Background: an optimization exercise with open tools, aiming at small area. Do not read the settings as production practice. Only simulation tests tie the RTL to the original design; equivalence was not proved.

==> module rng_health, before the edit <==
module rng_health (
  input  wire        clk,
  input  wire        rst,         
  input  wire        sample,      
  input  wire [3:0]  bits,        
  input  wire [3:0]  src_en,      
  input  wire        restart,     
  input  wire        tick,        
  output wire [7:0]  state,       
  output wire [7:0]  last_fail,   
  output wire [63:0] fails,       
  output wire [63:0] bias,        
  output wire [63:0] corr         
);
  localparam [1:0] S_DIS = 2'd0, S_TEST = 2'd1, S_OK = 2'd2, S_RET = 2'd3;
  reg [1:0] phase;      
  reg       pend;       
  reg       act;        
  reg       wrst;       
  reg [3:0] lb, le;     
  reg       lrs, ltk;   
  always @(posedge clk) begin
    if (rst) begin
      phase <= 2'd0; pend <= 1'b1; act <= 1'b0; wrst <= 1'b1;
    end else begin
      phase <= phase + 2'd1;
      if (sample) begin
        pend <= 1'b1;
        lb <= bits; le <= src_en; lrs <= restart; ltk <= tick;
      end
      if (phase == 2'd3) begin
        act <= pend | sample;
        pend <= 1'b0;
        if (act) wrst <= 1'b0;    
      end
    end
  end
  localparam IW = 72;
  localparam OW = 20;
  reg [IW-1:0] i0, i1, i2, i3;
  reg [OW-1:0] o0, o1, o2, o3;
  wire [IW-1:0] i_nx;
  wire [OW-1:0] o_nx;
  always @(posedge clk) begin
    i0 <= i1; i1 <= i2; i2 <= i3; i3 <= i_nx;
    if (act) begin
      o0 <= o1; o1 <= o2; o2 <= o3; o3 <= o_nx;
    end
  end
  wire [3:0]  a1 = i0[71:68];
  wire [3:0]  a2 = i0[67:64];
  wire        pv = i0[63];
  wire [5:0]  run = i0[62:57];
  wire [9:0]  ca = i0[56:47];
  wire [9:0]  cb = i0[46:37];
  wire        fg = i0[36];
  wire [11:0] ec = i0[35:24];
  wire [11:0] eo = i0[23:12];
  wire [11:0] ee = i0[11:0];
  wire [1:0]  st = o0[19:18];
  wire [1:0]  lf = o0[17:16];
  wire [15:0] fl = o0[15:0];
  wire b  = lb[phase];
  wire e  = le[phase];
  wire rs = lrs;
  wire tk = ltk;
  wire       st_dis = (st == S_DIS);
  wire       go     = act && !wrst;                          
  wire       start  = go && e && (rs || st_dis);             
  wire       test   = go && e && !rs && st == S_TEST;
  wire       ok     = go && e && !rs && st == S_OK;
  wire       clr    = act && wrst;                           
  wire       rs_g   = go && rs;
  wire       tk_g   = go && tk;
  wire       off    = go && !e;
  wire [3:0] a1t = (tk_g && a1 != 4'd15) ? a1 + 4'd1 : a1;
  wire [3:0] a2t = (tk_g && a2 != 4'd15) ? a2 + 4'd1 : a2;
  wire       retire = (a2t < 4'd10);
  wire       eqb  = (b == pv);
  wire       keep = !go || (!start && run != 6'd0 && eqb);
  wire [5:0] run_inc = (keep ? run : 6'd0) + {5'd0, go};
  wire       rep  = go && keep && run == 6'd60;
  wire       pos0 = (ca == 10'd0);
  wire [9:0] ca_inc = (start ? 10'd0 : ca) + {9'd0, go};
  wire       cb_clr = start || (ok && pos0);
  wire       cb_bit = ok ? (pos0 || b == fg) : (go && b);
  wire [9:0] cb_inc = (cb_clr ? 10'd0 : cb) + {9'd0, cb_bit};
  wire       su_end = test && ca == 10'd999;
  wire       su_bad = fg | rep;
  wire       su_pass = !su_bad && cb_inc >= 10'd250 && cb_inc <= 10'd750;
  wire       pass = su_end && su_pass;
  wire       f_su  = su_end && !su_pass;
  wire       f_rep = ok && rep;
  wire       f_apt = ok && !rep && cb_inc == 10'd840;
  wire       fail = f_su || f_rep || f_apt;
  wire       hclr = clr || fail;
  wire [5:0] run_n = (hclr || pass) ? 6'd0 : run_inc;
  wire [9:0] ca_n  = (hclr || pass) ? 10'd0 : ca_inc;
  wire [9:0] cb_n  = hclr ? 10'd0 : cb_inc;
  wire       fg_n  = (hclr || start) ? 1'b0 : (ok ? (pos0 ? b : fg) : su_bad);
  wire [3:0] a1_n  = (clr || rs_g) ? 4'd15 : (fail ? 4'd0 : a1t);
  wire [3:0] a2_n  = (clr || rs_g) ? 4'd15 : (fail ? a1t : a2t);
  wire [1:0] st_n = wrst ? S_TEST :
                    !e ? S_DIS :
                    fail ? (retire ? S_RET : S_TEST) :
                    start ? S_TEST :
                    pass ? S_OK : st;
  wire [1:0] lf_n = wrst ? 2'd0 : f_su ? 2'd1 : f_rep ? 2'd2 : f_apt ? 2'd3 : lf;
  wire [15:0] fl_inc = fl + {15'd0, fail && fl != 16'hFFFF};
  wire [15:0] fl_n = wrst ? 16'd0 : fl_inc;
  wire        blk_end = go && e && ec == 12'hFFF;
  wire        est_clr = clr || off || blk_end;
  wire [11:0] ec_inc = ec + {11'd0, go};
  wire [12:0] eo_inc = {1'b0, eo} + {12'd0, go && b};
  wire [11:0] ee_inc = ee + {11'd0, go && eqb && ec != 12'd0};
  wire [11:0] ec_n = (clr || off) ? 12'd0 : ec_inc;
  wire [11:0] eo_n = est_clr ? 12'd0 : eo_inc[11:0];
  wire [11:0] ee_n = est_clr ? 12'd0 : ee_inc;
  wire [11:0] bh_n = wrst ? 12'd0 : (eo_inc[12] ? 12'hFFF : eo_inc[11:0]);
  wire        bs_n = !wrst && eo_inc[12];
  wire        cpos = ee_inc[11];
  wire [3:0]  clo  = {cpos, ee_inc[10:8]} + {3'd0, !cpos && ee_inc[10:0] != 11'd0};
  wire [15:0] cval = {~cpos, ee_inc[10:0], clo};
  wire [15:0] cr_n = wrst ? 16'd0 : cval;
  wire        est_ld = clr || blk_end;    
  wire [IW-1:0] i_upd = {a1_n, a2_n, act ? b : pv, run_n, ca_n, cb_n, fg_n, ec_n, eo_n, ee_n};
  wire [OW-1:0] o_upd = {st_n, lf_n, fl_n};
  assign i_nx = i_upd;
  assign o_nx = o_upd;
  genvar s;
  generate
    for (s = 0; s < 4; s = s + 1) begin : g_est
      reg [11:0] bh_r;
      reg        bs_r;
      reg [11:0] ch_r;    
      reg        cv_r;    
      always @(posedge clk)
        if (est_ld && phase == s) begin
          bh_r <= bh_n; bs_r <= bs_n; ch_r <= cr_n[15:4]; cv_r <= !wrst;
        end
      wire [3:0] c_lo = {~ch_r[11], ch_r[10:8]} + {3'd0, ch_r[11] && ch_r[10:0] != 11'd0};
      assign bias[16*s +: 16] = {bh_r, {4{bs_r}}};
      assign corr[16*s +: 16] = {ch_r, cv_r ? c_lo : 4'd0};
    end
  endgenerate
  assign state     = {o3[19:18], o2[19:18], o1[19:18], o0[19:18]};
  assign last_fail = {o3[17:16], o2[17:16], o1[17:16], o0[17:16]};
  assign fails     = {o3[15:0], o2[15:0], o1[15:0], o0[15:0]};
endmodule
export LEC_CHECK = 0
export CAP_MARGIN = 20
export CORE_MARGIN = 2
export CORE_UTILIZATION = 40
export SLEW_MARGIN = 20
create_clock -name core_clock -period 20.0 [get_ports {clk}]
standard.sh (not shown) runs the stock make flow with config.mk's settings and CLKGATE_MAP_FILE= SYNTH_SCRIPT=/design/flow/synth_recipe.tcl, a recipe that flattens the netlist after the stock synthesis.
==> flow/flow/run.sh <==
#!/bin/bash
# The standard layout, with each port buffered by the smallest buffer cell and
# a clock tree of larger sink clusters without dummy loads.
set -euo pipefail
export BUFFER_PORTS_ARGS="-buffer_cell sky130_fd_sc_hd__buf_1"
export CTS_ARGS="-sink_clustering_enable -repair_clock_nets -sink_clustering_size 10 -sink_clustering_max_diameter 40 -buf_list sky130_fd_sc_hd__clkbuf_4 -dont_use_dummy_load"
bash standard.sh > standard.log 2>&1
Edit:
--- a/flow/design.v
+++ b/flow/design.v
@@ -15,13 +15,14 @@
   localparam [1:0] S_DIS = 2'd0, S_TEST = 2'd1, S_OK = 2'd2, S_RET = 2'd3;
   reg [1:0] phase;      
   reg       pend;       
+  reg       pend_rst;   
   reg       act;        
   reg       wrst;       
   reg [3:0] lb, le;     
   reg       lrs, ltk;   
   always @(posedge clk) begin
     if (rst) begin
-      phase <= 2'd0; pend <= 1'b1; act <= 1'b0; wrst <= 1'b1;
+      phase <= 2'd0; pend <= 1'b1; pend_rst <= 1'b1; act <= 1'b0; wrst <= 1'b1;
     end else begin
       phase <= phase + 2'd1;
       if (sample) begin
@@ -29,9 +30,8 @@
         lb <= bits; le <= src_en; lrs <= restart; ltk <= tick;
       end
       if (phase == 2'd3) begin
-        act <= pend | sample;
-        pend <= 1'b0;
-        if (act) wrst <= 1'b0;    
+        act <= pend | sample; wrst <= pend_rst;
+        pend <= 1'b0; pend_rst <= 1'b0;
       end
     end
   end
@@ -132,15 +132,13 @@
     for (s = 0; s < 4; s = s + 1) begin : g_est
       reg [11:0] bh_r;
       reg        bs_r;
-      reg [11:0] ch_r;    
-      reg        cv_r;    
+      reg [15:0] cr_r;
       always @(posedge clk)
         if (est_ld && phase == s) begin
-          bh_r <= bh_n; bs_r <= bs_n; ch_r <= cr_n[15:4]; cv_r <= !wrst;
+          bh_r <= bh_n; bs_r <= bs_n; cr_r <= cr_n;
         end
-      wire [3:0] c_lo = {~ch_r[11], ch_r[10:8]} + {3'd0, ch_r[11] && ch_r[10:0] != 11'd0};
       assign bias[16*s +: 16] = {bh_r, {4{bs_r}}};
-      assign corr[16*s +: 16] = {ch_r, cv_r ? c_lo : 4'd0};
+      assign corr[16*s +: 16] = cr_r;
     end
   endgenerate
   assign state     = {o3[19:18], o2[19:18], o1[19:18], o0[19:18]};
=> The changed run produced a clean layout. Worst setup slack improves by 0.94 ns. Clock-buffer cell count rises by 2. Synthesized area rises by 0.71%. Utilization falls by 0.33 points. Via count falls by 1.7%. Sequential share of layout area rises by 1.6 points. Cell count falls by 0.92%. Non-clock buffer count falls by 3.

[static timing again, ports no longer ideal]
The flow's constraints put no driver on any port. The routed layouts listed below were extracted and timed again, unchanged, in two steps.
Step 1, drivers: a clkbuf_16 drives clk and a buf_2 each remaining input, both assumed.
Step 2 moves the port delays by t, midway between the first and last clock arrival at a register: inputs arrive t later, outputs are due t later. That takes back most of the time a late clock gives input paths.
a / b / c = ideal / step 1 / step 2; a / b = the first two.
run	t (ns)	setup slack, ns	hold slack, ns	worst setup path at the end
the first run	0.706	13.563 / 13.517 / 14.223	0.274 / 0.274 / 0.274	register to output
the second run	0.711	14.502 / 14.502 / 14.502	0.265 / 0.265 / 0.265	register to register
After both steps setup and hold are still met in every run listed.
